Background: an optimization exercise with open tools, aiming at small area, a short achievable clock period and few clock cycles per item. Do not read the settings as production practice.

==> v14: inputs <==
## cmp_decoder
module cmp_decoder (
    input  wire        clk,
    input  wire        rst,         
    input  wire [1:0]  cfg_fmt,     
    input  wire [1:0]  cfg_type,    
    input  wire        cfg_pred,
    input  wire [2:0]  cfg_e,
    input  wire [15:0] cfg_npix,
    input  wire [15:0] cfg_len,
    input  wire        in_valid,
    output reg         in_ready,
    input  wire [31:0] in_data,
    output reg         out_valid,
    input  wire        out_ready,
    output wire [15:0] out_pix,
    output wire        out_last,
    output wire [31:0] res_crc,
    output wire        res_err
);
    localparam [31:0] CRC_POLY = 32'h82F6_3B78;    
    function [31:0] crc_g16;
        input [15:0] x;
        integer i;
        reg [31:0] cc;
        begin
            cc = 32'd0;
            for (i = 0; i < 16; i = i + 1)
                cc = (cc[0] ^ x[i]) ? ((cc >> 1) ^ CRC_POLY) : (cc >> 1);
            crc_g16 = cc;
        end
    endfunction
    reg  [1:0]  fmt_r;
    reg  [1:0]  type_r;
    reg         pred_r;
    reg  [2:0]  e_r;
    reg  [1:0]  lpad;         
    wire raw = (type_r == 2'd1);
    wire bnd = (type_r == 2'd3);
    wire b10 = (fmt_r == 2'd0);
    wire b12 = (fmt_r == 2'd1);
    wire [4:0]  b    = b10 ? 5'd10 : b12 ? 5'd12 : 5'd16;
    wire [15:0] maxv = b10 ? 16'h03FF : b12 ? 16'h0FFF : 16'hFFFF;
    reg         busy;         
    reg  [13:0] wl;           
    reg  [13:0] pl;           
    reg  [1:0]  idx;          
    reg  [31:0] w0, w1, w2;   
  ...
clock: 24.0 ns
lec_check: 0
cap_margin: 20
core_margin: 2
core_utilization: 40
slew_margin: 20
run.sh (not shown) runs the stock make flow with config.mk's settings and CLKGATE_MAP_FILE= SYNTH_SCRIPT=/design/flow/synth_recipe.tcl, a recipe that flattens the netlist after the stock synthesis.
==> v3 (differences from v14) <==
--- a/flow/design.v
+++ b/flow/design.v
@@ -42,23 +42,19 @@
     wire [15:0] maxv = b10 ? 16'h03FF : b12 ? 16'h0FFF : 16'hFFFF;
     reg         busy;         
     reg  [13:0] wl;           
     reg  [13:0] pl;           
     reg  [1:0]  idx;          
     reg  [31:0] w0, w1, w2;   
     reg  [1:0]  nw;           
     reg  [4:0]  o;            
-    reg  [39:0] win;          
-    reg         win_ok;       
     reg  [21:0] a_r [0:3];
     reg  [5:0]  n_r [0:3];
     reg  [1:0]  cc;           
-    reg  [21:0] a_s;          
-    reg  [5:0]  n_s;
     reg         perr;         
     reg         pv;
     reg  [15:0] pm;
     reg  [1:0]  pidx;
     reg         plast;
     reg         perr_o;
     reg  [15:0] h1, h2;
     reg         rv;           
@@ -67,25 +63,26 @@
     reg  [31:0] crc;
     reg  [2:0]  cb;           
     assign out_pix  = h1;
     assign out_last = rlast;
     assign res_err  = rerr;
     assign res_crc  = ~crc;
     wire deliver = out_valid && out_ready;
     wire adv     = !rv || deliver;
+    wire [39:0] win = ({w2, w1, w0} >> o);
     reg  [4:0] q;             
     integer qi;
     always @(*) begin
         q = 5'd24;
         for (qi = 23; qi >= 0; qi = qi - 1)
             if (!win[qi]) q = qi[4:0];
     end
-    wire [21:0] a_c = a_s;
-    wire [5:0]  n_c = n_s;
+    wire [21:0] a_c = a_r[cc];
+    wire [5:0]  n_c = n_r[cc];
     reg  [16:0] lt;           
     reg  [21:0] zlo;          
     reg  [22:0] zhi;          
     integer kj;
     always @(*) begin
         zlo[0] = 1'b1;
         for (kj = 1; kj < 22; kj = kj + 1) zlo[kj] = zlo[kj-1] & !a_c[kj-1];
         zhi[22] = 1'b1;
@@ -106,52 +103,47 @@
     wire [15:0] kmask = ~(16'hFFFF << k);
     wire [15:0] mc    = ({11'd0, q} << k) | (after[15:0] & kmask);
     wire [15:0] mraw  = win[15:0] & maxv;
     wire [15:0] mesc  = win[39:24] & maxv;
     wire [15:0] m     = raw ? mraw : esc ? mesc : mc;
     wire [5:0]  dlen  = raw ? {1'b0, b} : esc ? (6'd24 + {1'b0, b})
                                               : ({1'b0, q} + 6'd1 + {1'b0, k});
     wire [6:0]  avail  = {nw, 5'd0} - {2'd0, o};
-    wire        dec    = busy && (pl != 14'd0) && adv && win_ok;
+    wire        can    = (nw == 2'd3) || ((nw == 2'd2) && (o <= 5'd24)) || (wl == 14'd0);
+    wire        dec    = busy && (pl != 14'd0) && adv && can;
     wire signed [7:0] availp = $signed({1'b0, avail}) - $signed({3'd0, lpad, 3'd0});
     wire        over   = (wl == 14'd0) && ($signed({2'd0, dlen}) > availp);
     wire [6:0]  pos  = {2'd0, o} + {1'b0, dlen};
     wire [1:0]  wc   = dec ? pos[6:5] : 2'd0;
-    wire [6:0]  shamt  = win_ok ? pos : {2'd0, o};
-    wire [39:0] win_nx = {w2, w1, w0} >> shamt;
-    wire        fits   = (wl == 14'd0) ||
-                         ((nw == 2'd3) && (shamt <= 7'd56)) || ((nw == 2'd2) && (shamt <= 7'd24));
     wire [22:0] a_sum = {1'b0, a_c} + {7'd0, m};
     wire        halve = (n_c == 6'd63);
-    wire [21:0] a_upd = halve ? a_sum[22:1] : a_sum[21:0];
-    wire [5:0]  n_upd = halve ? 6'd32 : n_c + 6'd1;
     wire [1:0]  cls = (m == 16'd0) ? 2'd0 : (m <= 16'd2) ? 2'd1 : (m <= 16'd14) ? 2'd2 : 2'd3;
     wire acc   = in_valid && in_ready;
     wire first = acc && !busy;
     wire store = acc && busy && (pl != 14'd0);
     wire [31:0] v0 = (store && nw == 2'd0) ? in_data : w0;
     wire [31:0] v1 = (store && nw == 2'd1) ? in_data : w1;
     wire [31:0] v2 = (store && nw == 2'd2) ? in_data : w2;
     wire [1:0]  nw_ins = nw + {1'b0, store};
     wire [1:0]  nw_nxt = (wc >= nw_ins) ? 2'd0 : nw_ins - wc;
     wire [13:0] wl_nxt = first ? (cfg_len[15:2] + {13'd0, cfg_len[1:0] != 2'd0} - 14'd1)
                                : (acc ? wl - 14'd1 : wl);
     wire [13:0] pl_nxt = first ? cfg_npix[13:0] : (dec ? pl - 14'd1 : pl);
     wire        busy_nxt = first || (busy && !((wl_nxt == 14'd0) && (pl_nxt == 14'd0)));
     wire        rfst   = (pidx == 2'd0);
     wire [15:0] half   = b10 ? 16'h0200 : b12 ? 16'h0800 : 16'h8000;
     wire [15:0] p      = rfst ? half : (pred_r && pidx[1]) ? h2 : h1;
-    wire [20:0] ev     = {{6{pm[0]}}, pm[15:1] ^ {15{pm[0]}}};    
-    wire [2:0]  ee     = bnd ? e_r : 3'd0;                       
-    wire [20:0] hb     = {5'd0, p} + ev + (ee[0] ? {ev[19:0], 1'b0} : 21'd0)
-                         + (ee[1] ? {ev[18:0], 2'b0} : 21'd0) + (ee[2] ? {ev[17:0], 3'b0} : 21'd0);
-    wire        ovf    = !hb[20] && |(hb[19:0] & ~{4'd0, maxv});
-    wire [15:0] hbc    = !bnd ? (hb[15:0] & maxv) : hb[20] ? 16'd0 : ovf ? maxv : hb[15:0];
-    wire [15:0] hnew   = raw ? pm : hbc;
+    wire [16:0] ev     = {pm[0], pm[0], pm[15:1] ^ {15{pm[0]}}};    
+    wire [3:0]  wmul   = {e_r, 1'b1};                         
+    wire signed [21:0] ew = $signed(ev) * $signed({1'b0, wmul});
+    wire signed [21:0] hb = $signed({6'd0, p}) + ew;
+    wire [15:0] hc     = (p + ev[15:0]) & maxv;
+    wire [15:0] hbc    = hb[21] ? 16'd0 : (hb > $signed({6'd0, maxv})) ? maxv : hb[15:0];
+    wire [15:0] hnew   = raw ? pm : bnd ? hbc : hc;
     wire [31:0] crc_in = rfirst ? 32'hFFFF_FFFF : crc;
     wire [2:0]  cb_in  = rfirst ? 3'd0 : cb;
     wire [2:0]  cb_nx  = cb_in + b[2:0];
     wire [2:0]  pad    = 3'd0 - cb_nx;
     wire [4:0]  wv     = b + (rlast ? {2'd0, pad} : 5'd0);
     wire [15:0] ymask  = ~(16'hFFFF << wv);
     wire [15:0] y      = (crc_in[15:0] ^ h1) & ymask;
     wire [15:0] ysh    = y << (5'd16 - wv);
@@ -184,45 +176,41 @@
                 pred_r <= cfg_pred;
                 e_r    <= cfg_e;
                 lpad   <= 2'd0 - cfg_len[1:0];
                 w0     <= in_data;
                 w1     <= 32'd0;
                 w2     <= 32'd0;
                 nw     <= 2'd1;
                 o      <= 5'd0;
-                win_ok <= 1'b0;
-                a_s    <= 22'd4;
-                n_s    <= 6'd1;
                 idx    <= 2'd0;
                 cc     <= 2'd0;
                 perr   <= 1'b0;
                 for (j = 0; j < 4; j = j + 1) begin
                     a_r[j] <= 22'd4;
                     n_r[j] <= 6'd1;
                 end
             end else begin
                 w0 <= (wc == 2'd0) ? v0 : (wc == 2'd1) ? v1 : v2;
                 w1 <= (wc == 2'd0) ? v1 : (wc == 2'd1) ? v2 : 32'd0;
                 w2 <= (wc == 2'd0) ? v2 : 32'd0;
                 nw <= nw_nxt;
-                if (dec || !win_ok) begin
-                    win    <= win_nx;
-                    win_ok <= fits;
-                end
                 if (dec) begin
                     o    <= pos[4:0];
                     idx  <= idx + {1'b0, !idx[1]};
                     perr <= perr || over;
                     if (!raw) begin
-                        cc      <= cls;
-                        a_r[cc] <= a_upd;
-                        n_r[cc] <= n_upd;
-                        a_s     <= (cls == cc) ? a_upd : a_r[cls];
-                        n_s     <= (cls == cc) ? n_upd : n_r[cls];
+                        cc <= cls;
+                        if (halve) begin
+                            a_r[cc] <= a_sum[22:1];
+                            n_r[cc] <= 6'd32;
+                        end else begin
+                            a_r[cc] <= a_sum[21:0];
+                            n_r[cc] <= n_c + 6'd1;
+                        end
                     end
                 end
             end
             if (adv) begin
                 pv <= dec;
                 if (dec) begin
                     pm     <= m;
                     pidx   <= idx;
==> impl_metrics.csv <==
group,metric,value,unit
synth,synth_cell_types,118,
final_layout,inv_count,226,
timing,relSlewSlack,25.2,%
final_layout,final_area,41200,sq um
synth,synth-compound-area-share,18.0,%
final_layout,multi_input_area,24900,sq um
synth,synth_top_family_by_area,"compound AO/OA/AOI/OAI gates",
final_layout,fin_cells,5400,
timing,fmax,0.0748,GHz
setup_path,slowest_delay,820,ps
synth,syn_avg_cell_area,9.10,sq um
status,status,"no timing/DRC/antenna violations",
That was v3.
==> impl_metrics.csv <==
group,metric,value,unit
timing,relSlewSlack,23.9,%
setup_path,slowest_delay,880,ps
synth,synth_top_family_by_area,"multiplexers",
synth,synth_cell_types,114,
status,status,"no timing/DRC/antenna violations",
final_layout,fin_cells,5715,
That was v14.
Function was not checked in any run of this note: the RTL went through the layout flow alone.

## re-timing with driven ports
Ports are ideal in the flow. The routed layouts listed here were re-timed in OpenROAD. Step 1 (the two cells are an assumption about what drives the block):
set clk [get_ports {clk}]
set_driving_cell -lib_cell sky130_fd_sc_hd__clkbuf_16 $clk
set_driving_cell -lib_cell sky130_fd_sc_hd__buf_2 [delete_from_list [all_inputs] $clk]
Step 2 moves the port delays by t, midway between the first and last clock arrival at a register: inputs arrive t later, outputs are due t later. That takes back most of the time a late clock gives input paths. Three values: ideal ports, drivers, drivers and shift; two values: the first two.
run	shift t [ns]	setup slack, ns	worst hold slack (ns)	worst setup path after step 2	cell pins on the clock port's net
v14	0.702	13.467 / 13.467 / 13.467	0.423 / 0.423 / 0.423	register to register	1
v3	0.667	10.624 / 10.624 / 10.624	0.414 / 0.414 / 0.414	register to register	1
After both steps every run listed still meets setup and hold.
